This design comes from an exercise in tuning for small area, a short achievable clock period and few clock cycles per item on the open sky130 flow, not from production work. In this exercise RTL edits were held to simulation tests only and were not proved equivalent to the original. Power figures rest on the tool's default switching activity, not on a simulated workload.

==> flow/design.v (excerpt) <==
module blaze_unit (
    input  wire        clk,
    input  wire        rst,
    input  wire        reg_valid,
    input  wire        reg_write,
    input  wire [5:0]  reg_addr,       
    input  wire [31:0] reg_wdata,
    output wire        reg_ready,
    output wire [31:0] reg_rdata,      
    output wire        mem_req,
    output wire [20:0] mem_addr,       
    input  wire        mem_gnt,
    input  wire        mem_rvalid,
    input  wire [31:0] mem_rdata,
    input  wire        mem_rerr
);
    localparam A_UCFG     = 6'd0;
    localparam A_UCMD     = 6'd1;
    localparam A_USTAT    = 6'd2;
    localparam A_URUN_LO  = 6'd4;
    localparam A_URUN_HI  = 6'd5;
    localparam A_URES_LO  = 6'd6;
    localparam A_URES_HI  = 6'd7;
    localparam A_UDATA32  = 6'd8;
    localparam A_UDATA8   = 6'd9;
    localparam A_UADDR    = 6'd10;
    localparam A_ULEN     = 6'd11;
    localparam A_UDONE    = 6'd12;
    localparam A_UKEY_SEQ = 6'd13;
    localparam A_UKEY_OLO = 6'd14;
    localparam A_UKEY_OHI = 6'd15;
    localparam A_UTRAIL   = 6'd16;
    localparam P_CRC32  = 2'd0;
    localparam P_CRC32C = 2'd1;
    localparam P_CRC16  = 2'd2;
    localparam P_CRC64  = 2'd3;
    function [31:0] bitrev32(input [31:0] v);
        integer j;
        begin
            for (j = 0; j < 32; j = j + 1)
                bitrev32[j] = v[31 - j];
        end
    endfunction
    function [21:0] inc22(input [21:0] v);
        integer i;
        begin
            for (i = 0; i < 22; i = i + 1)
                inc22[i] = v[i] ^ (&(v | ~((22'd1 << i) - 22'd1)));
        end
    endfunction
    function [21:0] dec22(input [21:0] v);
        integer i;
        begin
            for (i = 0; i < 22; i = i + 1)
                dec22[i] = v[i] ^ ~(|(v & ((22'd1 << i) - 22'd1)));
        end
    endfunction
    reg  [1:0]  poly;
    reg  [63:0] run;              
    reg  [31:0] zr;               
    reg         refused;
    reg         err;
    reg  [22:0] uaddr;
    reg  [23:0] ulen;
    reg  [21:0] udone_hi;         
    reg  [1:0]  udone_lo;         
    reg  [31:0] key_seq;
    reg  [31:0] key_org_lo;
    reg  [2:0]  key_org_hi;
    reg         ready_q;          
    reg         d_cfg, d_run_lo, d_run_hi, d_uaddr, d_ulen;
  ...
Settings: LEC_CHECK=0, CAP_MARGIN=20, CORE_MARGIN=2, CORE_UTILIZATION=50, PLACE_DENSITY=0.72, SLEW_MARGIN=20; clock period 10.0 ns.
standard.sh (not shown) runs the stock make flow with config.mk's settings and CLKGATE_MAP_FILE= SYNTH_SCRIPT=/design/flow/synth_recipe.tcl, a recipe that flattens the netlist after the stock synthesis.
==> flow/flow/run.sh <==
#!/bin/bash
# The standard layout, with two changes to how it is made (the clock and
# constraints stay as given):
#  - timing repair aims below the 10 ns clock: repair_timing treats any path
#    with less than SETUP_SLACK_MARGIN ns of slack as failing and works on it;
#  - the port buffers are sky130_fd_sc_hd__buf_2 cells instead of the delay
#    cells buffer_ports picks by default (every port still gets a buffer).
set -euo pipefail
bash standard.sh synth > synth.log 2>&1
bash standard.sh SETUP_SLACK_MARGIN=6.8 'BUFFER_PORTS_ARGS=-buffer_cell sky130_fd_sc_hd__buf_2' finish > layout.log 2>&1
The baseline finished clean.
Testbench counts at the start, summed over its fixed seeds: cycles 291,928, bytes 812,402.
Next try:
==> flow/flow/run.sh (replaced) <==
#!/bin/bash
# The standard layout, with timing repair aimed below the 10 ns clock: the
# clock and constraints stay as given, but repair_timing treats any path with
# less than SETUP_SLACK_MARGIN ns of slack as failing and works on it.
set -euo pipefail
bash standard.sh synth > synth.log 2>&1
bash standard.sh SETUP_SLACK_MARGIN=6.5 finish > layout.log 2>&1
CORE_UTILIZATION = 45   (was 50)
PLACE_DENSITY = 0.65   (was 0.72)
Result:
- synthesized area is unchanged
- design area came out lower by 4.5%
- wire length came out higher by 0.57%
- final cell count came out lower by 0.39%
- sequential power stays flat
Next try:
==> flow/flow/run.sh (replaced) <==
#!/bin/bash
# The standard layout, with two changes to how it is made (the clock and
# constraints stay as given):
#  - timing repair aims below the 10 ns clock: repair_timing treats any path
#    with less than SETUP_SLACK_MARGIN ns of slack as failing and works on it;
#  - the port buffers are sky130_fd_sc_hd__buf_2 cells instead of the delay
#    cells buffer_ports picks by default (every port still gets a buffer).
set -euo pipefail
bash standard.sh synth > synth.log 2>&1
bash standard.sh SETUP_SLACK_MARGIN=7.0 'BUFFER_PORTS_ARGS=-buffer_cell sky130_fd_sc_hd__buf_2' finish > layout.log 2>&1
=>
- register-to-register slack improves by 450 ps
- worst setup slack improves by 450 ps
- hold slack stays flat
- cell count rises by 7.4%
- area after synthesis does not change
- total power grows by 16%
- utilization goes up by 9.5 points

========
Starting RTL as in the previous note.
Settings: LEC_CHECK=0, CAP_MARGIN=20, CORE_MARGIN=2, CORE_UTILIZATION=45, PLACE_DENSITY=0.65, SLEW_MARGIN=20; clock period 10.0 ns.
==> flow/flow/run.sh <==
#!/bin/bash
# The standard layout, with two changes to how it is made (the clock and
# constraints stay as given):
#  - timing repair aims below the 10 ns clock: repair_timing treats any path
#    with less than SETUP_SLACK_MARGIN ns of slack as failing and works on it;
#  - the port buffers are sky130_fd_sc_hd__buf_2 cells instead of the delay
#    cells buffer_ports picks by default (every port still gets a buffer).
set -euo pipefail
bash standard.sh synth > synth.log 2>&1
bash standard.sh SETUP_SLACK_MARGIN=6.8 'BUFFER_PORTS_ARGS=-buffer_cell sky130_fd_sc_hd__buf_2' finish > layout.log 2>&1
Testbench counts at the start, summed over its fixed seeds: cycles 291,928, bytes 812,402.
==> next run, changes <==
--- a/flow/flow/run.sh
+++ b/flow/flow/run.sh
@@ -10 +10 @@
-bash standard.sh SETUP_SLACK_MARGIN=6.8 'BUFFER_PORTS_ARGS=-buffer_cell sky130_fd_sc_hd__buf_2' finish > layout.log 2>&1
+bash standard.sh SETUP_SLACK_MARGIN=6.5 'BUFFER_PORTS_ARGS=-buffer_cell sky130_fd_sc_hd__buf_2' finish > layout.log 2>&1
Result: Total power falls by 2.7%; sequential share of layout area came out higher by 1.2 points; critical path depth stays the same; worst hold slack gets worse by 0.0053 ns; setup slack loses 0.32 ns; die area stays the same.

afterwards: timing with drivers on the ports:
Ports are ideal in the flow. The routed layouts listed here were re-timed in OpenROAD. Step 1 sets driving cells, clkbuf_16 on the clock port and buf_2 on the other inputs (assumed; they add their load-dependent delay and slew). Step 2 also shifts input and output timing later by t, the mid clock arrival at the registers, as if the neighbouring blocks saw the same clock. Slacks: ideal ports / drivers / drivers and shift; pairs: ideal ports / drivers.
run	t (ns)	setup slack, ns	worst slew at a driven data input, ns
the first run of note 1	0.682	6.598 / 6.598 / 5.994	0.10
the second run of note 1	0.663	6.320 / 6.320 / 5.893	0.10
the third run of note 1	0.681	6.770 / 6.721 / 6.160	0.17
the first run of note 2	0.670	6.624 / 6.624 / 6.109	0.12
the second run of note 2	0.664	6.304 / 6.304 / 5.874	0.09
After both steps every run listed still meets setup and hold. The setup slack of the third run of note 1, which loses most, moves by -0.049 ns with the drivers and by -0.610 ns with both steps.
